This design comes from an exercise in tuning for small area, a short achievable clock period and few clock cycles per item on the open sky130 flow, not from production work. The RTL was checked by simulation tests, not by an equivalence proof against the original design. Power is estimated from default activity; no workload was simulated.

<file path="flow/config.mk">
export PLATFORM = sky130hd
export DESIGN_NAME = div_unit
export DESIGN_NICKNAME = div_unit
export VERILOG_FILES = /design/flow/design.v
export SDC_FILE = /design/flow/constraint.sdc
export NUM_CORES = 4
export LEC_CHECK = 0
export CAP_MARGIN = 20
export CORE_MARGIN = 2
export CORE_UTILIZATION = 60
export PLACE_DENSITY = 0.8
export SETUP_SLACK_MARGIN = 5
export SLEW_MARGIN = 20
</file>
<file path="flow/constraint.sdc">
create_clock -name core_clock -period 11.5 [get_ports {clk}]
set_input_delay 2.3000 -clock core_clock [delete_from_list [all_inputs] [get_ports {clk}]]
set_output_delay 2.3000 -clock core_clock [all_outputs]
set_load 0.01 [all_outputs]
</file>
<file path="flow/design.v">
module div_unit (
    input  wire        clk,
    input  wire        rst,           
    input  wire        in_valid,
    output wire        in_ready,
    input  wire [63:0] in_a,          
    input  wire [63:0] in_b,          
    input  wire        in_signed,
    input  wire        in_w32,
    output reg         out_valid,
    output wire [63:0] out_q,         
    output wire [63:0] out_r,         
    output reg         out_z,
    output reg         out_n,
    output reg         out_c,
    output reg         out_v
);
    reg         busy;        
    reg         fix;         
    reg  [4:0]  cnt;
    reg  [63:0] a;           
    reg  [63:0] r;           
    reg  [63:0] qd;          
    reg         cin;         
    reg         sgn, w32, nega, qneg, dz;
    assign in_ready = ~busy & ~fix;
    assign out_q    = a;
    assign out_r    = r;
    wire        x_neg  = in_signed & (in_w32 ? in_a[31] : in_a[63]);
    wire [63:0] n_in   = fix ? a : in_a;
    wire        n_en   = fix ? qneg : x_neg;
    wire [63:0] n_out  = n_en ? (~n_in + 64'd1) : n_in;
    wire [63:0] a_init = in_w32 ? {n_out[31:0], 32'd0} : n_out;
    wire        d_neg  = in_signed & (in_w32 ? in_b[31] : in_b[63]);
    wire [63:0] d_ext  = in_w32 ? {{32{d_neg}}, in_b[31:0]} : in_b;
    wire [67:0] p  = {2'b00, r, a[63:62]};
    wire [67:0] m1 = {4'b1111, qd};
    wire [67:0] m2 = {3'b111, qd, cin};
    wire [67:0] s1 = p + m1 + {67'd0, cin};
    wire [67:0] s2 = p + m2 + {67'd0, cin};
    wire [67:0] cs_s = p ^ m1 ^ m2;
    wire [67:0] cs_c = (p & m1) | (p & m2) | (m1 & m2);
    wire [67:0] s3 = cs_s + {cs_c[66:0], cin} + {67'd0, cin};
    wire        d1 = ~s1[67];
    wire        d2 = ~s2[67];
    wire        d3 = ~s3[67];
    wire [63:0] r_nx = d3 ? s3[63:0] : d2 ? s2[63:0] : d1 ? s1[63:0] : p[63:0];
    wire [1:0]  qdig = {d2, d3 | (d1 & ~d2)};
    wire        last = (cnt[3:0] == 4'd15) & (w32 | cnt[4]);
    wire [63:0] q_full = dz ? 64'hFFFF_FFFF_FFFF_FFFF : n_out;
    wire [63:0] r_full = nega ? (~r + 64'd1) : r;
    wire [63:0] q_fin  = w32 ? {{32{sgn & q_full[31]}}, q_full[31:0]} : q_full;
    wire [63:0] r_fin  = w32 ? {{32{sgn & r_full[31]}}, r_full[31:0]} : r_full;
    wire        q_ovf  = sgn & (w32 ? (qneg ? (a[31] & (a[30:0] != 31'd0)) : a[31])
                                    : (qneg ? (a[63] & (a[62:0] != 63'd0)) : a[63]));
    always @(posedge clk) begin
        if (busy) begin
            a   <= {a[61:0], qdig};
            r   <= r_nx;
            cnt <= cnt + 5'd1;
        end else if (fix) begin
            a     <= q_fin;
            r     <= r_fin;
            out_z <= (r == 64'd0);
            out_n <= q_fin[63];
            out_c <= dz;
            out_v <= dz | q_ovf;
        end else begin
            a    <= a_init;
            r    <= 64'd0;
            cnt  <= 5'd0;
            qd   <= d_neg ? d_ext : ~d_ext;
            cin  <= ~d_neg;
            dz   <= (d_ext == 64'd0);
            sgn  <= in_signed;
            w32  <= in_w32;
            nega <= x_neg;
            qneg <= x_neg ^ d_neg;
        end
    end
    always @(posedge clk) begin
        if (rst) begin
            busy      <= 1'b0;
            fix       <= 1'b0;
            out_valid <= 1'b0;
        end else begin
            out_valid <= fix;
            fix       <= busy & last;
            if (busy)
                busy <= ~last;
            else
                busy <= in_valid & ~fix;
        end
    end
endmodule
</file>
<file path="flow/run.sh">
#!/bin/bash
# synth_recipe.tcl (not shown) runs the flow's synth.tcl, then flattens the netlist and writes it again
# the make line also repeats each setting of config.mk as NAME=value (left out here)
make -C /OpenROAD-flow-scripts/flow DESIGN_CONFIG=/design/flow/config.mk WORK_HOME=/design/flow/orfs CLKGATE_MAP_FILE= SYNTH_SCRIPT=/design/flow/synth_recipe.tcl finish
</file>
==> results of run 1 <==
power groups by stage:
stage / clock network (mW) / registers (mW) / logic, mW
final: 0.893 / 1.33 / 5.41
after global routing: 0.912 / 1.34 / 5.74
after CTS: 0.886 / 1.31 / 5.19
after detailed placement: 0 / 1.32 / 5.14
after global placement: 0 / 1.31 / 5.06
after floorplan: 0 / 1.24 / 3.65
worst max-delay path by stage:
stage                   startpoint         endpoint  slack (ns)
global route         cin$_DFFE_PP_  r[52]$_DFFE_PP_        5.15
CTS                  cin$_DFFE_PP_  r[52]$_DFFE_PP_        5.55
finish               cin$_DFFE_PP_  r[52]$_DFFE_PP_        5.26
detailed placement         in_a[3]    a[63]$_DFF_P_        5.53
global placement          in_a[11]    a[63]$_DFF_P_        5.65
floorplan           fix$_SDFF_PP0_         in_ready        5.96
cells in the final DEF, fill, tap and decap left out, drive strengths merged, types with 30 or more instances in the layout:
master,Yosys,routed
o21ai,285,285
a31oi,43,43
nand3,58,58
inv,66,66
dfxtp,68,68
mux2i,93,93
o21bai,34,34
or3,30,30
nand2,338,338
xnor2,213,213
nor4,48,48
buf,76,30
a211oi,35,35
clkbuf,129,33
a21oi,324,324
a21o,118,118
clkdlybuf4s50,0,266
nand4,69,69
o211ai,32,32
edfxtp,142,142
nor2,241,241
xor2,149,149
nor3,95,95
ha,201,201
fa,67,67
final cells by class:
class | instances | area (sq um)
Multi-Input combinational cell | 2890 | 20500
Fill cell | 3697 | 14200
Sequential cell | 210 | 5630
Timing Repair Buffer | 297 | 2910
Tap cell | 600 | 751
Clock buffer | 32 | 714
Inverter | 68 | 256
Clock inverter | 17 | 181
Antenna cell | 1 | 2.50
tightest hold or removal path, stage by stage, from the launching register on:
cell     delay [ns]
dfxtp_1        0.35
nand2_1        0.08
o21ai_0        0.07
stage by stage:
step / utilization, % / cell area (sq um)
floorplan: - / 27200
global placement: 66.5 / 30000
detailed placement: 66.5 / 30000
CTS: 68.5 / 30900
global route: 68.6 / 30900
finish: 68.6 / 30900
cell families after synthesis:
logic type	after synthesis	synth area share, %
compound gates	1121	26.6
simple gates	1023	18.2
xor+xnor	362	11.6
buf+inv	273	4.29
fa+ha+maj	268	14.2
flops	210	20.7
mux	116	4.40
registers in the layout, indices dropped and copies added, names as in the netlist:
signal     flops
a             64
qd            64
r             64
cnt            5
busy           1
cin            1
dz             1
fix            1
nega           1
out_c          1
out_n          1
out_v          1
out_valid      1
out_z          1
qneg           1
sgn            1
w32            1
layer usage:
metal / GRT usage, % / part of all wire, % / routed length [microns]
met1: 61.4 / 38 / 42300
met2: 68.4 / 42 / 46800
met3: 10.9 / 14 / 15800
met4: 22.5 / 5.8 / 6470
met5: 0 / 0.012 / 13
==> flow_summary_export.csv, run 1 <==
group,metric,value,unit
outcome,status,"complete, no violations",
synth,synth-edff-count,142,
place,dp_slack,5.53,ns
synth,yosys.area.top_type,"edfxtp_1",
global_routing,grt_overflow_total,0,
critical_path,crit_buf_inv,4,
detailed_routing,postRouteAntennaNets,0,
critical_path,cpPeakStageDelay,0.56,ns
layout,nNetsFinal,3895,
pwr,p_int,3.57,mW
floorplanning,start_util,60.4,%
place,placed_cells,4063,
critical_path,crit_arrival,6.67,ns
synth,synth_cells,3373,
timing,hold_viol_final,0,
pwr,power-per-cell-area,247,nW/um^2
min_path,min_path_type,"reg -> reg",
floorplanning,die_w,217,microns
pwr,seqPwrFrac,17.4,%
pwr,ir_drop,0.000215,V
timing,finalCritPeriodShare,54.2,%
timing,whs,0.543,ns
critical_path,rr_endpoint,"r[52]$_DFFE_PP_",
place,io_buffers,266,
synth,synth_top_area_share,15.7,%
critical_path,r2r-start,"cin$_DFFE_PP_",
synth,yosysWarnings,1,
critical_path,reg2reg_slack,5.26,ns
global_routing,grt_pass1_wl,166000,microns
synth,synth_area,27200,sq um
timing,clock_skew,0.0220,ns
clock_tree,cts_hold_buf,0,
synth,synth_common_cells,"nand2_1 (337), a21oi_1 (321), o21ai_0 (248), nor2_1 (241), xnor2_1 (213)",
pwr,power.switching,4.06,mW
critical_path,crit_cells,17,
clock_tree,cts_sinks,210,
pwr,pwr-share-comb,70.9,%
critical_path,crit_chain,"inv_1, fa_1, inv_1, ha_1, a211oi_1, o21ai_1, a21boi_0, o31ai_2, o31ai_1, o21bai_1, a31oi_2, buf_4, nand2_1, buf_4, nor2_1, a221oi_1, o21ai_1",
min_path,holdPathEnd,"a[24]$_DFF_P_",
detailed_routing,route.detailed.drc,0,
synth,synth.avg_cell_area,8.07,sq um
timing,max_slew_margin,27.3,%
global_routing,grt_max_degree,62,
place,hpwl,85000,microns
floorplanning,io_pins,267,
timing,fmax,0.160,GHz
floorplanning,fp-row-count,78,
timing,min_period,6.24,ns
synth,ys.flop_type,"edfxtp_1",
layout,drive_above_1_share,4.58,%
synth,ys_types,102,
flow_run,drv_cap,0,
synth,async_flop_share,0,%
timing,setup_tns,0,ns
critical_path,rr_worst_depth,17,
clock_tree,clockBufferDepth,3,
critical_path,worstSetupStartpointType,"flip-flop",
clock_tree,cts_resized,0,
clock_tree,cts_made_buffers,27,
floorplanning,dieHeight,217,microns
layout,syn_to_final_growth,13.6,%
critical_path,slowest_stage,"a21boi_0",
timing,layout_setup_ws,5.26,ns
critical_path,worst-setup-path-type,"reg -> reg",
synth,yosys_register_bits,210,
synth,ys_seq_area_share,20.7,%
detailed_routing,via_per_inst,7.22,
global_routing,antenna_found_initial,3,
place,gp_congestion,1.09,
layout,instances_no_fill,4115,
pwr,clkPwrFrac,11.7,%
min_path,min-delay-start,"a[22]$_DFF_P_",
timing,worst_pin_slew,1.09,ns
pwr,leakage,12.2,nW
detailed_routing,routed_wl,111000,microns
pwr,finalPower,7.63,mW
clock_tree,clkLatencyLatePin,0.60,ns
timing,setup_violations,0,
critical_path,crit_path_end_kind,"flip-flop",
floorplanning,die_area,47100,sq um
timing,slew_violations,0,
synth,synthesis.nets,3774,
detailed_routing,drtPass1Iterations,9,
clock_tree,h-tree-depth,1,
clock_tree,clk_pin_slew,0.07,ns
global_routing,grt_pass1_vias,27658,
timing,rsz0062_at_grt,"false",
clock_tree,clockRootBuffer,"clkbuf_16",
clock_tree,tritoncts,"built",
critical_path,cp_top_family,"compound AO/OA/AOI/OAI gates",
synth,synthMostInstantiatedCell,"nand2_1",
pwr,switching_share,53.2,%
synth,netlist_top_cells_area,"edfxtp_1 (16%), ha_1 (9.2%), xnor2_1 (6.9%)",
floorplanning,coreArea,45100,sq um
detailed_routing,routedWlPerCell,27.1,microns
global_routing,grt_usage,45.6,%
critical_path,crit_fanout,29,
min_path,hold_depth,2,
detailed_routing,drt-initial-drc-count,4556,
critical_path,critPathRequiredTime,11.94,ns
clock_tree,cts_setup_buffers,0,
detailed_routing,via_count,29716,
Testbench counts, summed over its fixed seeds: cycles 208,728, divs 8,000.
==> run 2: changes to the inputs <==
==> flow/flow/run.sh (new file) <==
#!/bin/bash
set -euo pipefail
export SETUP_SLACK_MARGIN=6.5
bash standard.sh > standard.log 2>&1
==> flow/standard.sh (new file) <==
#!/bin/bash
# synth_recipe.tcl (not shown) runs the flow's synth.tcl, then flattens the netlist and writes it again
# the make line also repeats each setting of config.mk as NAME=value (left out here)
make -C /OpenROAD-flow-scripts/flow DESIGN_CONFIG=/design/flow/config.mk WORK_HOME=/design/flow/orfs CLKGATE_MAP_FILE= SYNTH_SCRIPT=/design/flow/synth_recipe.tcl "${@:-finish}"
--- a/flow/config.mk
+++ b/flow/config.mk
@@ -7,7 +7,6 @@
 export LEC_CHECK = 0
 export CAP_MARGIN = 20
 export CORE_MARGIN = 2
-export CORE_UTILIZATION = 60
-export PLACE_DENSITY = 0.8
-export SETUP_SLACK_MARGIN = 5
+export CORE_UTILIZATION = 40
+export PLACE_DENSITY = 0.6
 export SLEW_MARGIN = 20
removed: flow/run.sh
==> run 2 against run 1 <==
Net effect: cell count up 7.7%; non-clock buffer count up 36; first-iteration DRC count down 32%; still clean; highest routed layer unchanged; global-route usage down 14 points; sequential share of layout area down 0.62 points.
==> flow_summary_export.csv, run 2 <==
group,metric,value,unit
layout,fill_cells,6653,
synth,ys.flop_type,"edfxtp_1",
timing,rsz0062_at_grt,"true",
global_routing,use_met1,42.1,%
critical_path,critPathRequiredTime,11.83,ns
pwr,power-per-cell-area,246,nW/um^2
place,gp_congestion,1.01,
synth,synth.avg_cell_area,8.07,sq um
timing,worst_pin_slew,1.15,ns
clock_tree,clk_pin_slew,0.07,ns
critical_path,crit_fanout,33,
layout,layout_commonest_cell,"nand2_1",
critical_path,slowest_stage,"edfxtp_1",
critical_path,worst-setup-path-type,"reg -> reg",
critical_path,cpPeakStageDelay,0.62,ns
layout,reg_top3,"a (64), qd (64), r (64)",
synth,ys_seq_area_share,20.7,%
clock_tree,clkLatencyLatePin,0.60,ns
pwr,ir_drop,0.000140,V
synth,synthMostInstantiatedCell,"nand2_1",
detailed_routing,drtPass1Iterations,6,
synth,synth_area,27200,sq um
synth,synth_top_area_share,15.7,%
detailed_routing,via_count,28124,
synth,synthesis.nets,3774,
pwr,switching_share,52.5,%
critical_path,crit_chain,"fa_1, ha_1, a21oi_1, o21ai_1, a221oi_1, o31a_1, a21oi_1, a211o_1, a31oi_4, buf_6, nor2_4, buf_4, nand2_1, mux2i_1, or4_1",
layout,nNetsFinal,3935,
min_path,min_path_type,"reg -> reg",
synth,yosys.area.top_type,"edfxtp_1",
global_routing,busiest_layer,"met2",
timing,finalCritPeriodShare,43.3,%
global_routing,globalRouteMet3Util,6.08,%
place,io_buffers,266,
timing,setup_tns,0,ns
pwr,leakage,12.6,nW
global_routing,antenna_found_initial,10,
timing,hold_viol_final,0,
clock_tree,h-tree-depth,1,
detailed_routing,drt-initial-drc-count,3118,
detailed_routing,via_per_inst,6.35,
clock_tree,tritoncts,"built",
timing,max_slew_margin,22.9,%
timing,fmax,0.201,GHz
layout,register_area,5640,sq um
pwr,p_int,3.74,mW
place,hpwl,87900,microns
synth,netlist_top_cells_area,"edfxtp_1 (16%), ha_1 (9.2%), xnor2_1 (6.9%)",
floorplanning,coreArea,67300,sq um
timing,clock_skew,0.0173,ns
global_routing,grt_usage,31.4,%
timing,min_period,4.98,ns
clock_tree,clockBufferDepth,3,
layout,syn_to_final_growth,17.6,%
detailed_routing,routed_wl,115000,microns
pwr,power.switching,4.14,mW
pwr,seqPwrFrac,16.5,%
floorplanning,die_area,70100,sq um
synth,async_flop_share,0,%
synth,synth_common_cells,"nand2_1 (337), a21oi_1 (321), o21ai_0 (248), nor2_1 (241), xnor2_1 (213)",
clock_tree,cts_made_buffers,29,
synth,synth-edff-count,142,
critical_path,worstSetupStartpointType,"flip-flop",
detailed_routing,routedWlPerCell,26.0,microns
pwr,pwr-share-comb,71.0,%
critical_path,crit_arrival,5.31,ns
floorplanning,die_w,265,microns
min_path,hold_depth,2,
timing,slew_violations,0,
critical_path,crit_top_cell,"a21oi_1",
synth,yosysWarnings,1,
clock_tree,clockRootBuffer,"clkbuf_16",
synth,ys_types,102,
synth,yosys_register_bits,210,
floorplanning,fp-row-count,95,
floorplanning,io_pins,267,
synth,synth_cells,3373,
layout,drive_above_1_share,6.72,%
global_routing,use_met2,48.8,%
critical_path,crit_path_end_kind,"flip-flop",
pwr,clkPwrFrac,12.5,%
layout,multi_input_comb_area,20800,sq um
clock_tree,cts_sinks,210,
global_routing,grt_max_degree,69,
floorplanning,start_util,40.5,%
timing,setup_violations,0,
detailed_routing,route.detailed.drc,0,
critical_path,rr_worst_depth,15,
timing,whs,0.522,ns
flow_run,drv_cap,0,
global_routing,grt_pass1_wl,170000,microns
global_routing,grt_overflow_total,0,
global_routing,grt_pass1_vias,26851,
detailed_routing,postRouteAntennaNets,0,
floorplanning,dieHeight,265,microns
outcome,status,"complete, no violations",
layout,final_cell_mix,"nand2_1 (333), a21oi_1 (318), clkdlybuf4s50_1 (266)",
==> run 2: cell counts after synthesis <==
Identical to the previous run, type by type.
==> run 2: layer usage <==
layer | up-vias | routed length, microns
li1 | 12944 | -
met1 | 13418 | 47500
met2 | 1463 | 50500
met3 | 285 | 11100
met4 | 14 | 5950
met5 | - | 95
==> run 2: path summary, 6_finish.rpt <==
kind / start / end / slack (ns)
min reg2reg: a[10]$_DFF_P_ / a[12]$_DFF_P_ / 0.52
max: r[36]$_DFFE_PP_ / r[62]$_DFFE_PP_ / 6.52
max reg2reg: r[36]$_DFFE_PP_ / r[62]$_DFFE_PP_ / 6.52
min: a[10]$_DFF_P_ / a[12]$_DFF_P_ / 0.52
==> run 2: layout make-up <==
| cell class | instances | area share (%) |
|---|---|---|
| diodes | 2 | 0.0156 |
| clock buffers | 42 | 2.70 |
| clock inverters | 11 | 0.418 |
| inverters | 68 | 0.813 |
| multi-input cells | 2892 | 65.0 |
| flip-flops and latches | 210 | 17.6 |
| well taps | 873 | 3.41 |
| repair buffers | 333 | 10.0 |
==> run 2: through the flow <==
step	instances	area (sq um)	power [mW]	util, %	setup WS [ns]
after floorplan	3373	27200	4.88	-	6.66
after global placement	4339	30400	6.57	45.1	5.12
after detailed placement	4339	30400	6.54	45.2	5.45
after CTS	4409	31700	7.63	47.1	6.51
after global routing	4429	32000	8.33	47.6	6.43
final	4431	32000	7.88	47.6	6.52
==> run 2: kinds of logic after synthesis <==
family / share of synthesized area [%]
XOR/XNOR: 11.6
flip-flops: 20.7
AND/OR/NAND/NOR: 18.2
multiplexers: 4.40
buffers and inverters: 4.29
adder cells (fa/ha/maj): 14.2
AO/OA/AOI/OAI: 26.6
==> run 2: critical path: cells and delay by family, from the launching register on <==
| kind | cells | cell delay [ns] |
|---|---|---|
| and+or+nand+nor | 3 | 0.68 |
| buffers and inverters | 2 | 0.67 |
| muxes | 1 | 0.07 |
| DFF | 1 | 0.62 |
| AOI/OAI and AO/OA | 7 | 1.66 |
| adders and majority gates | 2 | 0.99 |
==> run 2: power by group through the flow <==
stage / combinational (mW) / sequential (mW) / clock (mW)
floorplan: 3.65 / 1.23 / 0
global placement: 5.24 / 1.33 / 0
detailed placement: 5.22 / 1.32 / 0
CTS: 5.34 / 1.30 / 0.991
global route: 6.00 / 1.32 / 1.01
finish: 5.59 / 1.30 / 0.982
==> run 2: what timing repair did <==
action / in CTS / in global routing
pin swaps: 5 / 9
cloned: 0 / 2
setup buffers: 17 / 18
endpoints found under the setup margin: 81 / 63
hold buffers: 0 / 0
gates resized for setup: 31 / 34
==> run 3: changes to the inputs <==
==> flow/flow/run.sh (replaced) <==
#!/bin/bash
set -euo pipefail
export SETUP_SLACK_MARGIN=7.5
bash standard.sh > standard.log 2>&1
==> run 3 against run 2 <==
Net effect: critical path depth shrank 1; highest routed layer unchanged; core utilization grew 9.2 points; clock skew grew 0.0076 ns; wire length grew 12%; total power grew 20%; combinational power grew about 30%; first-iteration DRC count grew 18%; critical path type unchanged; die area is the same.
==> flow_summary_export.csv, run 3 <==
group,metric,value,unit
critical_path,slowest_stage,"edfxtp_1",
floorplanning,die_area,70100,sq um
layout,instances_no_fill,4822,
critical_path,rr_worst_depth,14,
timing,whs,0.521,ns
place,hpwl,87400,microns
place,placed_cells,4338,
critical_path,r2r-start,"qd[17]$_DFFE_PP_",
pwr,finalPower,9.47,mW
clock_tree,clk_pin_slew,0.06,ns
critical_path,cpPeakStageDelay,0.46,ns
clock_tree,h-tree-depth,1,
timing,min_period,4.47,ns
global_routing,antenna_found_initial,11,
detailed_routing,routed_wl,129000,microns
detailed_routing,route.detailed.drc,0,
layout,drive_above_1_share,25.6,%
layout,final_cell_mix,"buf_4 (351), nand2_1 (321), a21oi_1 (269)",
synth,yosysWarnings,1,
synth,async_flop_share,0,%
floorplanning,fp-row-count,95,
pwr,switching_share,50.5,%
floorplanning,die_w,265,microns
synth,yosys.area.top_type,"edfxtp_1",
critical_path,rr_endpoint,"r[62]$_DFFE_PP_",
synth,synth_common_cells,"nand2_1 (337), a21oi_1 (321), o21ai_0 (248), nor2_1 (241), xnor2_1 (213)",
timing,setup_violations,0,
layout,nNetsFinal,4324,
timing,layout_setup_ws,7.03,ns
critical_path,worst-setup-path-type,"reg -> reg",
timing,slew_violations,0,
pwr,power-per-cell-area,248,nW/um^2
detailed_routing,drt-initial-drc-count,3683,
timing,finalCritPeriodShare,38.9,%
critical_path,worstSetupStartpointType,"flip-flop",
timing,hold_viol_final,0,
layout,fill_cells,6022,
pwr,clkPwrFrac,10.7,%
clock_tree,cts_sinks,210,
timing,setup_tns,0,ns
pwr,p_int,4.69,mW
pwr,power.switching,4.78,mW
place,io_buffers,266,
synth,synth-edff-count,142,
critical_path,critPathRequiredTime,11.84,ns
timing,fmax,0.224,GHz
flow_run,drv_cap,0,
synth,synthMostInstantiatedCell,"nand2_1",
critical_path,crit_buf_inv,2,
synth,synthesis.nets,3774,
outcome,status,"complete, no violations",
timing,max_slew_margin,23.8,%
layout,reg_top3,"a (64), qd (64), r (64)",
min_path,min_path_type,"reg -> reg",
detailed_routing,drtPass1Iterations,6,
critical_path,crit_arrival,4.81,ns
critical_path,reg2reg_slack,7.03,ns
place,gp_congestion,0.977,
synth,synth.avg_cell_area,8.07,sq um
synth,yosys_register_bits,210,
layout,finalInstanceArea,38200,sq um
place,place_area,30600,sq um
detailed_routing,postRouteAntennaNets,0,
timing,clock_skew,0.0249,ns
layout,post-route-util,56.7,%
timing,worst_pin_slew,1.13,ns
floorplanning,dieHeight,265,microns
pwr,leakage,15.6,nW
global_routing,grt_max_degree,79,
pwr,ir_drop,0.000165,V
clock_tree,clockBufferDepth,3,
critical_path,crit_path_end,"r[62]$_DFFE_PP_",
timing,rsz0062_at_grt,"true",
critical_path,crit_path_end_kind,"flip-flop",
layout,syn_to_final_growth,40.2,%
critical_path,cp_top_family,"simple AND/OR/NAND/NOR gates",
global_routing,grt_pass1_vias,29158,
pwr,pwr-share-comb,76.9,%
layout,layout_commonest_cell,"buf_4",
floorplanning,start_util,40.5,%
layout,multi_input_comb_area,23300,sq um
critical_path,crit_chain,"buf_4, buf_4, ha_1, nand4_1, nor2_1, nand4_1, o32ai_1, a21oi_2, o211ai_1, a41oi_2, nor4_2, mux2i_1, a21oi_1, or4_1",
synth,ys.flop_type,"edfxtp_1",
detailed_routing,routedWlPerCell,26.7,microns
detailed_routing,via_count,30575,
synth,netlist_top_cells_area,"edfxtp_1 (16%), ha_1 (9.2%), xnor2_1 (6.9%)",
synth,synth_top_area_share,15.7,%
synth,ys_types,102,
synth,ys_seq_area_share,20.7,%
clock_tree,clkLatencyLatePin,0.62,ns
critical_path,crit_cells,14,
floorplanning,coreArea,67300,sq um
floorplanning,io_pins,267,
synth,synth_cells,3373,
clock_tree,tritoncts,"built",
pwr,seqPwrFrac,12.5,%
global_routing,grt_pass1_wl,186000,microns
detailed_routing,via_per_inst,6.34,
critical_path,crit_start,"qd[17]$_DFFE_PP_",
global_routing,grt_overflow_total,0,
synth,synth_area,27200,sq um
clock_tree,cts_made_buffers,30,
layout,register_area,5690,sq um
clock_tree,clockRootBuffer,"clkbuf_16",
critical_path,crit_fanout,8,
place,dp_slack,5.37,ns
global_routing,grt_usage,34.6,%
[run 3: cell families (layout without fill, tap and decap cells)]
group                      Yosys count  after routing  synth area share (%)
buffers and inverters              273            844                  4.29
other                                0              2                     0
adders and majority gates          268            268                  14.2
xor gates and xnor gates           362            362                  11.6
AOI/OAI and AO/OA                 1121           1122                  26.6
DFF                                210            210                  20.7
muxes                              116            116                  4.40
and+or+nand+nor                   1023           1025                  18.2
[run 3: layout make-up]
cell class | instances | area share [%]
antenna | 2 | 0.0131
timing repair buffer | 717 | 17.7
tap | 873 | 2.86
sequential | 210 | 14.9
inverter | 68 | 0.738
clock inverter | 10 | 0.161
multi-input combinational | 2893 | 61.0
timing repair inverter | 3 | 0.128
clock buffer | 46 | 2.56
[run 3: how the worst min path moves through the flow]
stage / startpoint / endpoint / slack (ns) / cells after the start
2_1_floorplan: dz$_DFFE_PP_ / out_c$_DFFE_PP_ / 0.46 / 0
3_3_place_gp: a[10]$_DFF_P_ / a[12]$_DFF_P_ / 0.50 / 2
3_5_place_dp: a[10]$_DFF_P_ / a[12]$_DFF_P_ / 0.51 / 2
4_1_cts: a[22]$_DFF_P_ / a[24]$_DFF_P_ / 0.53 / 2
5_1_grt: a[26]$_DFF_P_ / a[28]$_DFF_P_ / 0.55 / 2
6_report: a[22]$_DFF_P_ / a[24]$_DFF_P_ / 0.52 / 2
[run 3: routing by layer]
metal	vias up	part of all wire (%)	track usage [%]
met4	16	6.4	17.5
met5	-	0.082	0
met3	427	9.8	6.34
met1	14566	39	44.7
met2	1824	44	55.4
li1	13742	-	-
[run 3: power groups by stage]
stage	Clock [mW]	Sequential (mW)	Combinational (mW)
final	1.01	1.18	7.28
after global routing	1.04	1.19	7.66
after CTS	1.01	1.17	6.62
after detailed placement	0	1.33	5.21
after global placement	0	1.33	5.24
after floorplan	0	1.23	3.66
[run 3: tightest hold or removal path, delay by kind of cell, from the launching register on]
kind	cells	cell delay (ns)
AOI/OAI and AO/OA	1	0.07
DFF	1	0.34
and+or+nand+nor	1	0.07
[run 3: timing repair]
item / 4_1_cts / 5_1_grt
cloned: 15 / 4
buffers inserted: 341 / 66
hold buffers: 0 / 0
endpoints found under the setup margin: 216 / 140
resized for setup: 581 / 241
pin swaps: 126 / 118
==> run 4: changes to the inputs <==
==> flow/flow/run.sh (replaced) <==
#!/bin/bash
set -euo pipefail
export SETUP_SLACK_MARGIN=7.0
bash standard.sh > standard.log 2>&1
==> run 4 against run 3 <==
Net effect: total power decreased by 12%; die area unchanged; setup slack got worse by 0.071 ns; cell count decreased by 4.1%; sequential power increased by 3%; worst hold slack improved by 0.0057 ns; clock-buffer cell count decreased by 5; synthesized cell count unchanged; via count decreased by 4.0%; sequential share of layout area increased by 1.4 points; clock skew decreased by 0.0086 ns; first-iteration DRC count decreased by 17%; critical path type unchanged; critical endpoint is now r[60]$_DFFE_PP_; largest cell class unchanged; largest power group unchanged.
==> flow_summary_export.csv, run 4 <==
group,metric,value,unit
clock_tree,clockRootBuffer,"clkbuf_16",
pwr,leakage,14.0,nW
timing,setup_violations,0,
synth,async_flop_share,0,%
global_routing,grt_overflow_total,0,
layout,reg_top3,"a (64), qd (64), r (64)",
place,dp_slack,5.36,ns
critical_path,crit_fanout,3,
detailed_routing,via_per_inst,6.35,
pwr,power-per-cell-area,241,nW/um^2
detailed_routing,routed_wl,121000,microns
synth,synth_cells,3373,
layout,fill_cells,6528,
timing,layout_setup_ws,6.96,ns
critical_path,worstSetupStartpointType,"flip-flop",
clock_tree,h-tree-depth,1,
critical_path,reg2reg_slack,6.96,ns
pwr,ir_drop,0.000156,V
place,placed_cells,4341,
detailed_routing,via_count,29367,
timing,clock_skew,0.0163,ns
clock_tree,clk_pin_slew,0.06,ns
timing,fmax,0.220,GHz
place,gp_congestion,0.984,
detailed_routing,routedWlPerCell,26.2,microns
synth,synth-edff-count,142,
synth,yosys_register_bits,210,
min_path,min_path_type,"reg -> reg",
min_path,hold_depth,2,
synth,ys_types,102,
synth,synth_top_area_share,15.7,%
critical_path,cp_top_family,"compound AO/OA/AOI/OAI gates",
pwr,finalPower,8.31,mW
clock_tree,clkLatencyLatePin,0.61,ns
synth,ys.flop_type,"edfxtp_1",
timing,hold_viol_final,0,
critical_path,r2r-start,"qd[1]$_DFFE_PP_",
global_routing,grt_max_degree,96,
synth,synthesis.nets,3774,
synth,synth_common_cells,"nand2_1 (337), a21oi_1 (321), o21ai_0 (248), nor2_1 (241), xnor2_1 (213)",
critical_path,crit_path_end_kind,"flip-flop",
critical_path,crit_buf_inv,3,
timing,rsz0062_at_grt,"true",
critical_path,crit_chain,"fa_1, inv_2, fa_2, nand2b_4, a21oi_4, a41o_1, a21oi_4, o41a_1, o41ai_4, buf_6, a31oi_4, o41ai_4, buf_4, a41oi_2, xnor2_1, a221o_1",
timing,finalCritPeriodShare,39.5,%
flow_run,drv_cap,0,
synth,netlist_top_cells_area,"edfxtp_1 (16%), ha_1 (9.2%), xnor2_1 (6.9%)",
floorplanning,start_util,40.5,%
clock_tree,cts_made_buffers,30,
critical_path,rr_endpoint,"r[60]$_DFFE_PP_",
detailed_routing,drt-initial-drc-count,3067,
layout,syn_to_final_growth,26.9,%
synth,yosysWarnings,1,
place,io_buffers,266,
synth,ys_seq_area_share,20.7,%
global_routing,grt_pass1_wl,178000,microns
place,hpwl,88300,microns
floorplanning,dieHeight,265,microns
floorplanning,fp-row-count,95,
min_path,holdPathEnd,"a[20]$_DFF_P_",
timing,worst_pin_slew,1.11,ns
synth,synth.avg_cell_area,8.07,sq um
critical_path,slowest_stage,"fa_1",
timing,max_slew_margin,25.7,%
clock_tree,cts_sinks,210,
detailed_routing,drtPass1Iterations,7,
detailed_routing,postRouteAntennaNets,0,
detailed_routing,route.detailed.drc,0,
global_routing,antenna_found_initial,6,
floorplanning,io_pins,267,
synth,yosys.area.top_type,"edfxtp_1",
critical_path,critPathRequiredTime,11.86,ns
min_path,min-delay-start,"a[18]$_DFF_P_",
timing,slew_violations,0,
synth,synthMostInstantiatedCell,"nand2_1",
critical_path,crit_arrival,4.90,ns
timing,min_period,4.54,ns
global_routing,grt_usage,33.0,%
layout,layout_commonest_cell,"nand2_1",
timing,setup_tns,0,ns
global_routing,grt_pass1_vias,28034,
synth,synth_area,27200,sq um
layout,final_cell_mix,"nand2_1 (329), a21oi_1 (304), clkdlybuf4s50_1 (242)",
critical_path,rr_worst_depth,16,
outcome,status,"complete, no violations",
floorplanning,die_w,265,microns
clock_tree,clockBufferDepth,3,
layout,instances_no_fill,4623,
floorplanning,coreArea,67300,sq um
layout,nNetsFinal,4129,
critical_path,cpPeakStageDelay,0.57,ns
clock_tree,tritoncts,"built",
critical_path,worst-setup-path-type,"reg -> reg",
floorplanning,die_area,70100,sq um
clock_tree,cts_hold_buf,0,
layout,drive_above_1_share,14.5,%
[run 4: cell counts after synthesis]
No cell type changed its count.
[run 4: logic make-up after synthesis]
kind of cell,share of synthesized area (%)
adder cells (fa/ha/maj),14.2
flip-flops,20.7
buffers and inverters,4.29
XOR/XNOR,11.6
multiplexers,4.40
AO/OA/AOI/OAI,26.6
AND/OR/NAND/NOR,18.2
[run 4: layout make-up]
type / count / area, sq um / area share [%]
Antenna cell: 1 / 2.50 / 0.00725
Clock buffer: 41 / 866 / 2.51
Clock inverter: 12 / 144 / 0.417
Inverter: 68 / 282 / 0.815
Multi-Input combinational cell: 2893 / 21600 / 62.5
Sequential cell: 210 / 5640 / 16.3
Tap cell: 873 / 1090 / 3.16
Timing Repair Buffer: 524 / 4900 / 14.2
Timing Repair inverter: 1 / 16.3 / 0.0471
[run 4: per-layer routing]
metal  part of all wire, %  routed length, microns  track usage, %
met1                    40                   48400            42.4
met3                   9.7                   11700            6.86
met4                   6.0                    7290            17.1
met2                    44                   53600            52.0
met5                 0.056                      68               0
[run 4: how the worst max path moves through the flow]
| stage | end | slack [ns] | from | depth (start not counted) |
|---|---|---|---|---|
| 4_1_cts | a[42]$_DFF_P_ | 6.94 | in_a[4] | 11 |
| 6_report | r[60]$_DFFE_PP_ | 6.96 | qd[1]$_DFFE_PP_ | 16 |
| 2_1_floorplan | a[54]$_DFF_P_ | 7.00 | in_a[1] | 12 |
| 3_3_place_gp | r[52]$_DFFE_PP_ | 5.33 | r[25]$_DFFE_PP_ | 12 |
| 3_5_place_dp | r[52]$_DFFE_PP_ | 5.36 | r[26]$_DFFE_PP_ | 12 |
| 5_1_grt | r[60]$_DFFE_PP_ | 6.87 | qd[1]$_DFFE_PP_ | 16 |
[run 4: power breakdown]
part | switching (mW) | internal, mW | total [mW] | leakage (nW)
clock | 0.407 | 0.589 | 0.996 | 0.494
combinational | 3.64 | 2.45 | 6.09 | 11.4
sequential | 0.241 | 0.979 | 1.22 | 2.10
[run 4: what timing repair did]
| item | in CTS | in global routing |
|---|---|---|
| gates resized for setup | 126 | 144 |
| pin swaps | 51 | 62 |
| gates cloned | 5 | 3 |
| endpoints found under the setup margin | 113 | 89 |
| setup buffers | 133 | 87 |
[run 4: through the flow]
stage	area (sq um)	hold WS (ns)	util, %
finish	34500	0.527	51.3
global route	34500	0.559	51.3
CTS	33200	0.533	49.3
detailed placement	30400	0.531	45.2
global placement	30400	0.507	45.2
floorplan	27300	0.461	-
[run 4: tightest hold or removal path: stages (launching register included)]
cell	delay, ns
dfxtp_1	0.34
nand2_1	0.07
o21ai_0	0.06
==> run 5: changes to the inputs <==
==> flow/flow/run.sh (replaced) <==
#!/bin/bash
set -euo pipefail
export SETUP_SLACK_MARGIN=6.0
bash standard.sh > standard.log 2>&1
==> run 5 against run 4 <==
Net effect: still clean on timing, DRC and antenna; clock power shrank 1%; sequential share of layout area up 1.6 points; setup slack got worse by 0.78 ns; fmax is 15% lower; combinational power down 11%; total power fell by 7.1%; synthesized cell count stayed put; critical path type unchanged; critical endpoint unchanged.
==> flow_summary_export.csv, run 5 <==
group,metric,value,unit
critical_path,crit_start,"cin$_DFFE_PP_",
layout,drive_above_1_share,5.03,%
timing,slew_violations,0,
critical_path,crit_path_end_kind,"flip-flop",
layout,reg_top3,"a (64), qd (64), r (64)",
global_routing,grt_max_degree,69,
timing,fmax,0.188,GHz
timing,min_period,5.33,ns
layout,nNetsFinal,3899,
synth,ys_types,102,
clock_tree,clk_pin_slew,0.07,ns
critical_path,slowest_stage,"o41a_1",
timing,clock_skew,0.0166,ns
synth,ys.flop_type,"edfxtp_1",
layout,syn_to_final_growth,15.7,%
clock_tree,cts_made_buffers,29,
critical_path,crit_cells,15,
critical_path,crit_arrival,5.67,ns
critical_path,crit_path_end,"r[60]$_DFFE_PP_",
timing,setup_violations,0,
pwr,finalPower,7.72,mW
synth,synthMostInstantiatedCell,"nand2_1",
floorplanning,coreArea,67300,sq um
synth,yosys_register_bits,210,
synth,yosys.area.top_type,"edfxtp_1",
floorplanning,fp-row-count,95,
timing,rsz0062_at_grt,"false",
place,place_area,30400,sq um
detailed_routing,route.detailed.drc,0,
critical_path,cp_top_family,"compound AO/OA/AOI/OAI gates",
flow_run,drv_cap,0,
floorplanning,die_w,265,microns
timing,setup_tns,0,ns
layout,finalInstanceArea,31500,sq um
synth,synth-edff-count,142,
critical_path,rr_worst_depth,15,
clock_tree,clockRootBuffer,"clkbuf_16",
clock_tree,cts_hold_buf,0,
synth,synthesis.nets,3774,
global_routing,grt_pass1_vias,26710,
detailed_routing,postRouteAntennaNets,0,
detailed_routing,routed_wl,114000,microns
critical_path,critPathRequiredTime,11.85,ns
detailed_routing,via_per_inst,6.38,
critical_path,worst-setup-path-type,"reg -> reg",
floorplanning,io_pins,267,
synth,yosysWarnings,1,
place,dp_slack,5.45,ns
clock_tree,cts_sinks,210,
synth,synth_common_cells,"nand2_1 (337), a21oi_1 (321), o21ai_0 (248), nor2_1 (241), xnor2_1 (213)",
critical_path,r2r-start,"cin$_DFFE_PP_",
timing,layout_setup_ws,6.17,ns
global_routing,grt_usage,31.3,%
critical_path,reg2reg_slack,6.17,ns
clock_tree,clockBufferDepth,3,
outcome,status,"complete, no violations",
layout,layout_commonest_cell,"nand2_1",
clock_tree,h-tree-depth,1,
layout,final_cell_mix,"nand2_1 (333), a21oi_1 (321), clkdlybuf4s50_1 (266)",
pwr,leakage,12.3,nW
place,hpwl,87900,microns
synth,synth_top_area_share,15.7,%
layout,fill_cells,6686,
critical_path,worstSetupStartpointType,"flip-flop",
detailed_routing,via_count,28037,
pwr,ir_drop,0.000143,V
synth,netlist_top_cells_area,"edfxtp_1 (16%), ha_1 (9.2%), xnor2_1 (6.9%)",
timing,whs,0.522,ns
floorplanning,die_area,70100,sq um
clock_tree,clkLatencyLatePin,0.59,ns
min_path,min_path_type,"reg -> reg",
pwr,power-per-cell-area,245,nW/um^2
timing,max_slew_margin,22.9,%
clock_tree,tritoncts,"built",
place,gp_congestion,1.01,
critical_path,crit_chain,"inv_1, fa_1, fa_1, nand2b_1, a21oi_2, a41o_1, a21oi_1, o41a_1, o41ai_4, a31oi_1, o41ai_4, buf_4, a41oi_1, xnor2_1, a221o_1",
critical_path,cpPeakStageDelay,0.54,ns
critical_path,rr_endpoint,"r[60]$_DFFE_PP_",
timing,finalCritPeriodShare,46.3,%
detailed_routing,drtPass1Iterations,7,
global_routing,grt_overflow_total,0,
place,io_buffers,266,
synth,synth.avg_cell_area,8.07,sq um
critical_path,crit_buf_inv,2,
global_routing,grt_pass1_wl,169000,microns
synth,synth_area,27200,sq um
detailed_routing,routedWlPerCell,25.9,microns
global_routing,antenna_found_initial,10,
timing,hold_viol_final,0,
floorplanning,start_util,40.5,%
synth,async_flop_share,0,%
synth,synth_cells,3373,
critical_path,crit_fanout,8,
timing,worst_pin_slew,1.16,ns
detailed_routing,drt-initial-drc-count,3065,
floorplanning,dieHeight,265,microns
synth,ys_seq_area_share,20.7,%
run 5: layout make-up:
type,count,area (sq um),share of cell area [%]
multi-input cells,2890,20600,65.4
clock inverters,11,134,0.425
well taps,873,1090,3.47
flip-flops and latches,210,5630,17.9
repair buffers,299,2910,9.26
inverters,68,258,0.819
diodes,3,7.51,0.0238
clock buffers,42,866,2.75
run 5: cell families after synthesis:
logic type               Yosys count  share of synthesized area (%)
buffers and inverters            273                           4.29
XOR/XNOR                         362                           11.6
AO/OA/AOI/OAI                   1121                           26.6
adder cells (fa/ha/maj)          268                           14.2
AND/OR/NAND/NOR                 1023                           18.2
multiplexers                     116                           4.40
flip-flops                       210                           20.7
run 5: worst register-to-register path: stages, from the launching register on:
cell and delay (ns):
edfxtp_1 0.50, inv_1 0.15, fa_1 0.48, fa_1 0.47
nand2b_1 0.18, a21oi_2 0.21, a41o_1 0.32, a21oi_1 0.22
o41a_1 0.54, o41ai_4 0.46, a31oi_1 0.33, o41ai_4 0.42
buf_4 0.22, a41oi_1 0.14, xnor2_1 0.16, a221o_1 0.30
run 5: repair_timing:
action / 4_1_cts / 5_1_grt
setup endpoints to repair: 58 / 37
endpoints found under the hold margin: 0 / 0
pin swaps: 0 / 2
resized for setup: 7 / 11
buffers inserted: 0 / 1
run 5: stage by stage:
| step | util (%) | cells |
|---|---|---|
| CTS | 46.7 | 4392 |
| finish | 46.8 | 4396 |
| detailed placement | 45.2 | 4339 |
| global route | 46.8 | 4393 |
| global placement | 45.1 | 4339 |
| floorplan | - | 3373 |
run 5: layer usage:
| layer | routed length (microns) | global-route usage (%) | vias to the layer above | share of wire (%) |
|---|---|---|---|---|
| met1 | 47500 | 42.0 | 13387 | 42 |
| met5 | 80 | 0 | - | 0.070 |
| met2 | 49600 | 48.6 | 1472 | 44 |
| li1 | - | - | 12883 | - |
| met3 | 10700 | 6.27 | 283 | 9.4 |
| met4 | 5860 | 14.3 | 12 | 5.2 |
run 5: how the worst min path moves through the flow:
stage	startpoint	end	slack, ns	cells after the start
after floorplan	dz$_DFFE_PP_	out_c$_DFFE_PP_	0.46	0
after global placement	a[10]$_DFF_P_	a[12]$_DFF_P_	0.51	2
after detailed placement	a[10]$_DFF_P_	a[12]$_DFF_P_	0.53	2
after CTS	a[10]$_DFF_P_	a[12]$_DFF_P_	0.53	2
after global routing	a[14]$_DFF_P_	a[16]$_DFF_P_	0.59	2
final	a[10]$_DFF_P_	a[12]$_DFF_P_	0.52	2
run 5: where the power goes:
| group | internal, mW | switching [mW] |
|---|---|---|
| clock | 0.585 | 0.398 |
| sequential | 0.980 | 0.341 |
| combinational | 2.09 | 3.32 |
==> run 6: changes to the inputs <==
==> flow/flow/run.sh (replaced) <==
#!/bin/bash
set -euo pipefail
export SETUP_SLACK_MARGIN=7.25
bash standard.sh > standard.log 2>&1
==> run 6 against run 5 <==
Net effect: cell count increased by 7.1%; sequential power shrank 8%; still clean on timing, DRC and antenna; clock skew is 0.0047 ns higher; clock power hardly changed; cell area increased by 14%; largest power group unchanged; sequential cell count is the same; worst hold slack better by 0.036 ns; sequential share of layout area fell by 2.2 points; highest routed layer unchanged.
==> flow_summary_export.csv, run 6 <==
group,metric,value,unit
outcome,status,"complete, no violations",
place,io_buffers,266,
layout,syn_to_final_growth,32.4,%
detailed_routing,drtPass1Iterations,8,
detailed_routing,route.detailed.drc,0,
detailed_routing,via_per_inst,6.38,
clock_tree,cts_sinks,210,
timing,slew_violations,0,
global_routing,grt_pass1_vias,28043,
synth,synthesis.nets,3774,
layout,instances_no_fill,4710,
floorplanning,dieHeight,265,microns
global_routing,grt_max_degree,93,
critical_path,rr_worst_depth,18,
synth,netlist_top_cells_area,"edfxtp_1 (16%), ha_1 (9.2%), xnor2_1 (6.9%)",
floorplanning,coreArea,67300,sq um
critical_path,crit_path_end_kind,"flip-flop",
timing,setup_violations,0,
synth,ys_types,102,
detailed_routing,top_layer,"met5",
min_path,min_path_type,"reg -> reg",
critical_path,crit_fanout,3,
critical_path,reg2reg_slack,6.90,ns
timing,min_period,4.60,ns
detailed_routing,route.met2.wl,53300,microns
floorplanning,start_util,40.5,%
clock_tree,clkLatencyLatePin,0.61,ns
synth,synthMostInstantiatedCell,"nand2_1",
place,hpwl,86200,microns
timing,whs,0.558,ns
floorplanning,fp-row-count,95,
critical_path,r2r-start,"qd[0]$_DFFE_PP_",
timing,setup_tns,0,ns
synth,async_flop_share,0,%
critical_path,critPathRequiredTime,11.85,ns
layout,nNetsFinal,4214,
timing,hold_viol_final,0,
floorplanning,die_w,265,microns
global_routing,grt_overflow_total,0,
detailed_routing,routed_wl,123000,microns
detailed_routing,via_count,30062,
timing,clock_skew,0.0213,ns
clock_tree,clockBufferDepth,3,
min_path,holdPathEnd,"a[60]$_DFF_P_",
timing,max_slew_margin,26.5,%
flow_run,drv_cap,0,
clock_tree,clockRootBuffer,"clkbuf_16",
clock_tree,h-tree-depth,1,
layout,layout_commonest_cell,"nand2_1",
layout,drive_above_1_share,19.3,%
timing,finalCritPeriodShare,40.0,%
min_path,hold_depth,2,
floorplanning,die_area,70100,sq um
clock_tree,tritoncts,"built",
critical_path,rr_endpoint,"r[62]$_DFFE_PP_",
detailed_routing,postRouteAntennaNets,0,
global_routing,grt_pass1_wl,178000,microns
synth,synth_area,27200,sq um
timing,worst_pin_slew,1.09,ns
critical_path,worst-setup-path-type,"reg -> reg",
detailed_routing,met3_length,12100,microns
critical_path,crit_arrival,4.95,ns
critical_path,worstSetupStartpointType,"flip-flop",
synth,ys.flop_type,"edfxtp_1",
global_routing,antenna_found_initial,9,
synth,synth_top_area_share,15.7,%
synth,yosysWarnings,1,
synth,ys_seq_area_share,20.7,%
synth,synth.avg_cell_area,8.07,sq um
pwr,power-per-cell-area,246,nW/um^2
place,placed_cells,4341,
detailed_routing,routedWlPerCell,26.1,microns
pwr,ir_drop,0.000156,V
layout,final_cell_mix,"nand2_1 (328), buf_4 (298), a21oi_1 (294)",
detailed_routing,wl_met1,49800,microns
synth,yosys_register_bits,210,
global_routing,grt_usage,33.1,%
place,gp_congestion,1.05,
synth,synth-edff-count,142,
synth,synth_cells,3373,
clock_tree,cts_made_buffers,30,
clock_tree,clk_pin_slew,0.07,ns
floorplanning,io_pins,267,
clock_tree,cts_hold_buf,0,
pwr,leakage,14.6,nW
synth,synth_common_cells,"nand2_1 (337), a21oi_1 (321), o21ai_0 (248), nor2_1 (241), xnor2_1 (213)",
timing,rsz0062_at_grt,"true",
detailed_routing,drt-initial-drc-count,4060,
layout,reg_top3,"a (64), qd (64), r (64)",
timing,fmax,0.217,GHz
synth,yosys.area.top_type,"edfxtp_1",
min_path,min-delay-start,"a[58]$_DFF_P_",
==> run 6: cell counts after synthesis <==
Identical to the previous run, type by type.
==> run 6: cell type report <==
type                       count  area (sq um)
fill                        6249         31200
multi-input combinational   2894         22300
timing repair buffer         607          5660
sequential                   210          5640
tap                          873          1090
clock buffer                  33           793
inverter                      68           282
clock inverter                22           243
timing repair inverter         2          32.5
antenna                        1          2.50
==> run 6: cell families (layout without fill, tap and decap cells) <==
family                     count (synthesis)  in the layout  synth area share (%)
AOI/OAI and AO/OA                       1121           1123                  26.6
xor gates and xnor gates                 362            362                  11.6
adders and majority gates                268            268                  14.2
buffers and inverters                    273            732                  4.29
DFF                                      210            210                  20.7
muxes                                    116            116                  4.40
other                                      0              1                     0
and+or+nand+nor                         1023           1025                  18.2
==> run 6: stage by stage <==
stage / power [mW] / instance area, sq um / utilization (%) / worst slack [ns]
after floorplan: 4.89 / 27400 / - / 7.04
after global placement: 6.54 / 30600 / 45.4 / 5.43
after detailed placement: 6.52 / 30600 / 45.4 / 5.20
after CTS: 8.21 / 34600 / 51.4 / 6.88
after global routing: 9.27 / 36000 / 53.6 / 6.81
final: 8.85 / 36000 / 53.6 / 6.90
==> run 6: timing repair <==
action / in CTS / in global routing
setup buffers: 192 / 107
resized for setup: 298 / 176
pin swaps: 105 / 100
setup endpoints to repair: 136 / 105
gates cloned: 12 / 2
==> run 6: worst max path at each step <==
stage / startpoint / end / cells after the start
floorplan: in_a[52] / a[63]$_DFF_P_ / 11
global placement: cin$_DFFE_PP_ / r[52]$_DFFE_PP_ / 16
detailed placement: cin$_DFFE_PP_ / r[52]$_DFFE_PP_ / 16
CTS: qd[1]$_DFFE_PP_ / r[60]$_DFFE_PP_ / 16
global route: qd[0]$_DFFE_PP_ / r[62]$_DFFE_PP_ / 18
finish: qd[0]$_DFFE_PP_ / r[62]$_DFFE_PP_ / 18
==> run 6: layer usage <==
layer	global-route usage, %	vias to the layer above
li1	-	13509
met4	17.5	16
met1	44.0	14279
met2	51.3	1874
met3	5.78	384
met5	0	-
==> run 6: critical path, stage by stage, from the launching register on <==
cell,delay (ns)
edfxtp_1,0.45
fa_1,0.58
inv_1,0.06
fa_2,0.36
nand2b_4,0.16
a21oi_4,0.16
a41o_4,0.28
a21oi_4,0.10
o41a_1,0.53
o41ai_4,0.25
buf_6,0.17
buf_6,0.10
buf_6,0.09
buf_12,0.09
a21oi_4,0.07
o21ai_4,0.24
a21oi_4,0.11
mux2i_1,0.14
or4_1,0.39
==> run 6: report_power, final <==
group / switching (mW) / total [mW] / internal (mW)
registers: 0.245 / 1.22 / 0.979
logic: 3.84 / 6.61 / 2.77
clock network: 0.425 / 1.01 / 0.587
total: 4.51 / 8.85 / 4.34
==> run 7: changes to the inputs <==
==> flow/flow/run.sh (replaced) <==
#!/bin/bash
set -euo pipefail
export SETUP_SLACK_MARGIN=6.75
bash standard.sh > standard.log 2>&1
==> run 7 against run 6 <==
Net effect: worst hold slack lost 0.052 ns; critical path depth is 3 lower; synthesized area is the same; sequential share of layout area grew 1.4 points; fmax down 2.2%; first-iteration DRC count shrank 22%; total power shrank 8.7%; register-to-register slack worse by 0.10 ns; core utilization is 4.5 points lower; largest cell class unchanged.
==> flow_summary_export.csv, run 7 <==
group,metric,value,unit
floorplanning,die_area,70100,sq um
critical_path,critPathRequiredTime,11.84,ns
clock_tree,clkLatencyLatePin,0.59,ns
clock_tree,cts_made_buffers,28,
floorplanning,coreArea,67300,sq um
clock_tree,h-tree-depth,1,
place,gp_congestion,1.01,
synth,synthesis.nets,3774,
synth,async_flop_share,0,%
timing,fmax,0.213,GHz
layout,drive_above_1_share,10.1,%
clock_tree,cts_sinks,210,
detailed_routing,via_per_inst,6.30,
floorplanning,die_w,265,microns
floorplanning,start_util,40.5,%
timing,max_slew_margin,5.40,%
global_routing,grt_overflow_total,0,
detailed_routing,drtPass1Iterations,6,
timing,rsz0062_at_grt,"true",
clock_tree,tritoncts,"built",
global_routing,grt_max_degree,96,
timing,clock_skew,0.0143,ns
timing,min_period,4.71,ns
flow_run,drv_cap,0,
pwr,ir_drop,0.000123,V
pwr,finalPower,8.08,mW
outcome,status,"complete, no violations",
detailed_routing,route.detailed.drc,0,
clock_tree,cts_hold_buf,0,
timing,setup_tns,0,ns
synth,ys.flop_type,"edfxtp_1",
timing,setup_violations,0,
min_path,min_path_type,"reg -> reg",
detailed_routing,drt-initial-drc-count,3174,
global_routing,grt_usage,31.3,%
synth,yosys_register_bits,210,
critical_path,worst-setup-path-type,"reg -> reg",
critical_path,worstSetupStartpointType,"flip-flop",
synth,ys_types,102,
synth,synth-edff-count,142,
critical_path,crit_fanout,9,
floorplanning,io_pins,267,
synth,synth_common_cells,"nand2_1 (337), a21oi_1 (321), o21ai_0 (248), nor2_1 (241), xnor2_1 (213)",
timing,worst_pin_slew,1.41,ns
floorplanning,fp-row-count,95,
layout,nNetsFinal,4009,
pwr,leakage,13.1,nW
layout,final_cell_mix,"nand2_1 (330), a21oi_1 (312), clkdlybuf4s50_1 (264)",
detailed_routing,via_count,28385,
floorplanning,dieHeight,265,microns
timing,slew_violations,0,
critical_path,crit_path_end_kind,"flip-flop",
layout,syn_to_final_growth,21.3,%
clock_tree,clockBufferDepth,3,
synth,synth.avg_cell_area,8.07,sq um
timing,finalCritPeriodShare,40.9,%
global_routing,grt_pass1_vias,26326,
synth,synth_cells,3373,
detailed_routing,routedWlPerCell,25.5,microns
layout,layout_commonest_cell,"nand2_1",
synth,yosys.area.top_type,"edfxtp_1",
place,io_buffers,266,
layout,fill_cells,6568,
detailed_routing,postRouteAntennaNets,0,
clock_tree,clk_pin_slew,0.06,ns
place,hpwl,87600,microns
critical_path,crit_arrival,5.05,ns
layout,reg_top3,"a (64), qd (64), r (64)",
pwr,power-per-cell-area,245,nW/um^2
synth,netlist_top_cells_area,"edfxtp_1 (16%), ha_1 (9.2%), xnor2_1 (6.9%)",
timing,hold_viol_final,0,
synth,synth_top_area_share,15.7,%
global_routing,grt_pass1_wl,169000,microns
global_routing,antenna_found_initial,6,
clock_tree,clockRootBuffer,"clkbuf_16",
detailed_routing,routed_wl,115000,microns
synth,synthMostInstantiatedCell,"nand2_1",
synth,synth_area,27200,sq um
synth,ys_seq_area_share,20.7,%
synth,yosysWarnings,1,
==> run 7: cell counts after synthesis <==
Identical to the previous run, type by type.
==> run 7: routing by layer <==
metal	global-route usage (%)	vias up	share of wire [%]
met3	4.89	249	8.5
li1	-	13088	-
met2	49.4	1455	44
met5	0	-	0.056
met4	12.9	10	4.7
met1	42.7	13583	42
==> run 7: what timing repair did <==
| item | CTS | global route |
|---|---|---|
| gates cloned | 2 | 1 |
| pin swaps | 13 | 31 |
| setup buffers | 44 | 68 |
| gates resized for setup | 73 | 78 |
| setup endpoints to repair | 101 | 87 |
==> run 7: cell families after synthesis <==
kind of cell / Yosys count / share of synthesized area (%)
and+or+nand+nor: 1023 / 18.2
muxes: 116 / 4.40
buffers and inverters: 273 / 4.29
xor gates and xnor gates: 362 / 11.6
AOI/OAI and AO/OA: 1121 / 26.6
adders and majority gates: 268 / 14.2
DFF: 210 / 20.7
==> run 7: layout make-up <==
cell class                      instances  area, sq um  share of cell area (%)
Clock buffer                           37          797                    2.41
Tap cell                              873         1090                    3.31
Timing Repair Buffer                  407         3840                    11.6
Sequential cell                       210         5640                    17.1
Clock inverter                         15          216                   0.656
Multi-Input combinational cell       2893        21100                    64.1
Antenna cell                            2         5.00                  0.0152
Inverter                               68          268                   0.811
==> run 7: through the flow <==
step	area, sq um	instances	setup slack, ns	hold WS, ns	util, %
finish	33000	4505	6.79	0.506	49.1
global route	33000	4503	6.67	0.537	49.0
CTS	32100	4434	6.66	0.511	47.7
detailed placement	30400	4336	5.43	0.501	45.1
global placement	30300	4335	5.39	0.497	45.1
floorplan	27200	3373	6.78	0.461	-
==> run 7: critical path, stage by stage, from the launching register on <==
cell	delay [ns]
dfxtp_4	0.39
fa_1	0.57
inv_1	0.06
fa_2	0.37
nand2b_1	0.17
a21oi_2	0.16
a41o_1	0.29
buf_4	0.16
a31o_2	0.17
a31oi_1	0.15
nor3_1	0.68
a211o_1	0.33
a41oi_2	0.20
xor2_2	0.37
o22ai_1	0.14
a211o_1	0.25
==> run 7: final timing paths <==
path | endpoint | slack, ns | start | cells after the start
max | r[36]$_DFFE_PP_ | 6.79 | a[63]$_DFF_P_ | 15
min | a[12]$_DFF_P_ | 0.51 | a[10]$_DFF_P_ | 2
max reg2reg | r[36]$_DFFE_PP_ | 6.79 | a[63]$_DFF_P_ | 15
min reg2reg | a[12]$_DFF_P_ | 0.51 | a[10]$_DFF_P_ | 2
==> run 7: power by group <==
part           internal (mW)  leakage, nW  switching [mW]  total, mW
sequential             0.980         2.10           0.300       1.28
clock                  0.599        0.488           0.388      0.987
combinational           2.30         10.5            3.51       5.81
total                   3.88         13.1            4.20       8.08
==> run 8: changes to the inputs <==
==> flow/flow/run.sh (replaced) <==
#!/bin/bash
set -euo pipefail
export SETUP_SLACK_MARGIN=7.0
bash standard.sh > standard.log 2>&1
--- a/flow/config.mk
+++ b/flow/config.mk
@@ -10,3 +10,4 @@
 export CORE_UTILIZATION = 40
 export PLACE_DENSITY = 0.6
 export SLEW_MARGIN = 20
+export TNS_END_PERCENT = 50
==> run 8 against run 7 <==
Net effect: critical path depth increased by 1; clock power is 1% higher; clock skew increased by 0.0033 ns; die area stayed put; critical path type unchanged.
==> flow_summary_export.csv, run 8 <==
group,metric,value,unit
outcome,status,"complete, no violations",
layout,antenna_cells,0,
pwr,power-per-cell-area,240,nW/um^2
synth,yosys_register_bits,210,
timing,rsz0062_at_grt,"true",
layout,reg_top3,"a (64), qd (64), r (64)",
detailed_routing,route.detailed.drc,0,
critical_path,crit_path_end_kind,"flip-flop",
critical_path,worstSetupStartpointType,"flip-flop",
detailed_routing,routed_wl,121000,microns
synth,synth_top_area_share,15.7,%
min_path,hold_depth,2,
critical_path,rr_worst_depth,16,
timing,setup_tns,0,ns
detailed_routing,via_per_inst,6.37,
timing,clock_skew,0.0176,ns
layout,drive_above_1_share,14.2,%
place,hpwl,88300,microns
place,io_buffers,266,
critical_path,crit_chain,"fa_1, inv_2, fa_2, nand2b_4, a21oi_4, a41o_1, a21oi_4, o41a_1, o41ai_4, buf_6, a31oi_4, o41ai_4, buf_4, a41oi_2, xnor2_1, a221o_1",
floorplanning,die_w,265,microns
clock_tree,clockRootBuffer,"clkbuf_16",
synth,async_flop_share,0,%
pwr,power.switching,4.30,mW
min_path,min_path_type,"reg -> reg",
timing,max_slew_margin,25.3,%
clock_tree,clockBufferDepth,3,
timing,setup_violations,0,
pwr,pwr-share-comb,73.2,%
synth,ys.flop_type,"edfxtp_1",
synth,ys_types,102,
floorplanning,fp-row-count,95,
layout,layout_commonest_cell,"nand2_1",
global_routing,grt_pass1_vias,27933,
clock_tree,clk_pin_slew,0.06,ns
timing,slew_violations,0,
synth,synth_area,27200,sq um
global_routing,grt_usage,32.8,%
critical_path,cpPeakStageDelay,0.57,ns
layout,nNetsFinal,4122,
timing,worst_pin_slew,1.11,ns
synth,yosysWarnings,1,
detailed_routing,drt-initial-drc-count,3048,
critical_path,crit_arrival,4.92,ns
timing,min_period,4.56,ns
clock_tree,cts_made_buffers,30,
clock_tree,tritoncts,"built",
detailed_routing,postRouteAntennaNets,0,
synth,synthMostInstantiatedCell,"nand2_1",
layout,finalInstanceArea,34500,sq um
synth,synth.avg_cell_area,8.07,sq um
synth,synth-edff-count,142,
synth,synth_cells,3373,
pwr,switching_share,51.8,%
global_routing,grt_pass1_wl,177000,microns
detailed_routing,routedWlPerCell,26.2,microns
pwr,clkPwrFrac,12.0,%
layout,multi_input_comb_area,21600,sq um
critical_path,critPathRequiredTime,11.86,ns
clock_tree,cts_sinks,210,
layout,register_area,5640,sq um
timing,hold_viol_final,0,
synth,synth_common_cells,"nand2_1 (337), a21oi_1 (321), o21ai_0 (248), nor2_1 (241), xnor2_1 (213)",
timing,fmax,0.219,GHz
global_routing,grt_overflow_total,0,
clock_tree,clkLatencyLatePin,0.61,ns
timing,finalCritPeriodShare,39.7,%
clock_tree,cts_hold_buf,0,
pwr,p_int,4.00,mW
critical_path,slowest_stage,"fa_1",
floorplanning,io_pins,267,
layout,fill_cells,6535,
place,gp_congestion,0.984,
floorplanning,dieHeight,265,microns
floorplanning,die_area,70100,sq um
floorplanning,start_util,40.5,%
synth,ys_seq_area_share,20.7,%
synth,yosys.area.top_type,"edfxtp_1",
layout,final_cell_mix,"nand2_1 (329), a21oi_1 (303), o21ai_0 (242)",
critical_path,worst-setup-path-type,"reg -> reg",
pwr,leakage,14.0,nW
global_routing,antenna_found_initial,6,
place,place_area,30400,sq um
flow_run,drv_cap,0,
synth,netlist_top_cells_area,"edfxtp_1 (16%), ha_1 (9.2%), xnor2_1 (6.9%)",
detailed_routing,drtPass1Iterations,8,
clock_tree,h-tree-depth,1,
floorplanning,coreArea,67300,sq um
critical_path,crit_fanout,4,
layout,syn_to_final_growth,26.7,%
pwr,ir_drop,0.000156,V
pwr,seqPwrFrac,14.8,%
detailed_routing,via_count,29413,
synth,synthesis.nets,3774,
global_routing,grt_max_degree,96,
critical_path,reg2reg_slack,6.94,ns
## run 8: cell count changes in the layout (fill, tap and decap cells not counted), sizes merged, moves of 3 or more
| cell | change |
|---|---|
| clkbuf | +6 |
| clkinv | +3 |
| buf | +107 |
| clkdlybuf4s50 | -25 |
| dlymetal6s2s | +23 |
## run 8: worst max-delay path: cells and delay by family, from the launching register on
family	cells	cell delay [ns]
AOI/OAI and AO/OA	9	2.17
xor gates and xnor gates	1	0.18
adders and majority gates	2	0.93
buffers and inverters	3	0.44
DFF	1	0.44
and+or+nand+nor	1	0.17
## run 8: area by class of cell
type / instances / share of cell area [%]
repair inverters: 1 / 0.0472
clock buffers: 41 / 2.51
inverters: 68 / 0.816
well taps: 873 / 3.17
flip-flops and latches: 210 / 16.3
multi-input cells: 2894 / 62.7
repair buffers: 516 / 14.0
clock inverters: 12 / 0.417
## run 8: path summary, 6_finish.rpt
check	startpoint	end
setup reg to reg	qd[1]$_DFFE_PP_	r[60]$_DFFE_PP_
hold / removal	a[18]$_DFF_P_	a[20]$_DFF_P_
hold reg to reg	a[18]$_DFF_P_	a[20]$_DFF_P_
setup / recovery	qd[1]$_DFFE_PP_	r[60]$_DFFE_PP_
## run 8: metrics by stage
step	power, mW	utilization [%]	hold slack [ns]	setup WS, ns	std cells
floorplan	4.88	-	0.461	7.00	3373
CTS	7.92	49.1	0.533	6.94	4522
global route	8.74	51.3	0.559	6.86	4615
detailed placement	6.51	45.2	0.531	5.36	4341
global placement	6.55	45.2	0.507	5.33	4341
finish	8.30	51.3	0.524	6.94	4615
## run 8: what timing repair did
action / in CTS / in global routing
gates resized for setup: 120 / 152
pin swaps: 47 / 62
setup endpoints to repair: 113 / 87
buffers inserted: 124 / 90
cloned: 4 / 3
hold endpoints to repair: 0 / 0
## run 8: logic make-up (layout without fill, tap and decap cells)
family	after synthesis	in the layout	share of synthesized area, %
multiplexers	116	116	4.40
XOR/XNOR	362	362	11.6
adder cells (fa/ha/maj)	268	268	14.2
buffers and inverters	273	638	4.29
AO/OA/AOI/OAI	1121	1123	26.6
flip-flops	210	210	20.7
AND/OR/NAND/NOR	1023	1025	18.2
## run 8: power groups by stage
stage                     Clock [mW]  Combinational, mW  Sequential [mW]
after detailed placement           0               5.18             1.33
after global placement             0               5.21             1.34
after floorplan                    0               3.65             1.23
final                          0.998               6.07             1.22
after CTS                       1.00               5.67             1.24
after global routing            1.03               6.47             1.24
## run 8: per-layer routing
layer / GRT usage (%) / up-vias / wire length [microns]
li1: - / 13299 / -
met1: 42.2 / 14116 / 48400
met3: 6.99 / 327 / 12200
met4: 17.3 / 10 / 7340
met2: 51.6 / 1661 / 53100
met5: 0 / - / 59

-- static timing again, ports no longer ideal --
No port has a modelled driver above. Below, the same layouts with a new extraction and two added sets of constraints.
Step 1 (the two cells are an assumption about what drives the block):
set clk [get_ports {clk}]
set_driving_cell -lib_cell sky130_fd_sc_hd__clkbuf_16 $clk
set_driving_cell -lib_cell sky130_fd_sc_hd__buf_2 [delete_from_list [all_inputs] $clk]
Step 2 times the ports against the registers' clock, not the clock port: input delays grow and output delays shrink by t, the midpoint of the rising clock arrivals with the driver on.
Three values: no drivers, after step 1, after step 2; two values: the first two.
run | t, ns | slack for setup (ns) | latest minus earliest clock arrival (ns) | slew at the worst register clock pin (ns) | cell pins on the clock port's net
run 1 | 0.648 | 5.263 / 5.263 / 5.263 | 0.022 / 0.022 | 0.07 / 0.07 | 1
run 2 | 0.659 | 6.519 / 6.519 / 6.041 | 0.017 / 0.017 | 0.07 / 0.07 | 1
run 3 | 0.675 | 7.027 / 7.027 / 6.595 | 0.025 / 0.025 | 0.07 / 0.07 | 1
run 4 | 0.670 | 6.956 / 6.956 / 6.451 | 0.017 / 0.016 | 0.07 / 0.07 | 1
run 5 | 0.657 | 6.172 / 6.172 / 5.645 | 0.016 / 0.017 | 0.07 / 0.07 | 1
run 6 | 0.667 | 6.896 / 6.896 / 6.634 | 0.021 / 0.021 | 0.07 / 0.07 | 1
run 7 | 0.647 | 6.794 / 6.777 / 6.228 | 0.016 / 0.015 | 0.07 / 0.07 | 1
run 8 | 0.672 | 6.939 / 6.915 / 6.408 | 0.018 / 0.018 | 0.07 / 0.07 | 1
After both steps setup and hold are still met in every run listed. The setup slack of run 7, which loses most, moves by -0.017 ns with the drivers and by -0.566 ns with both steps.
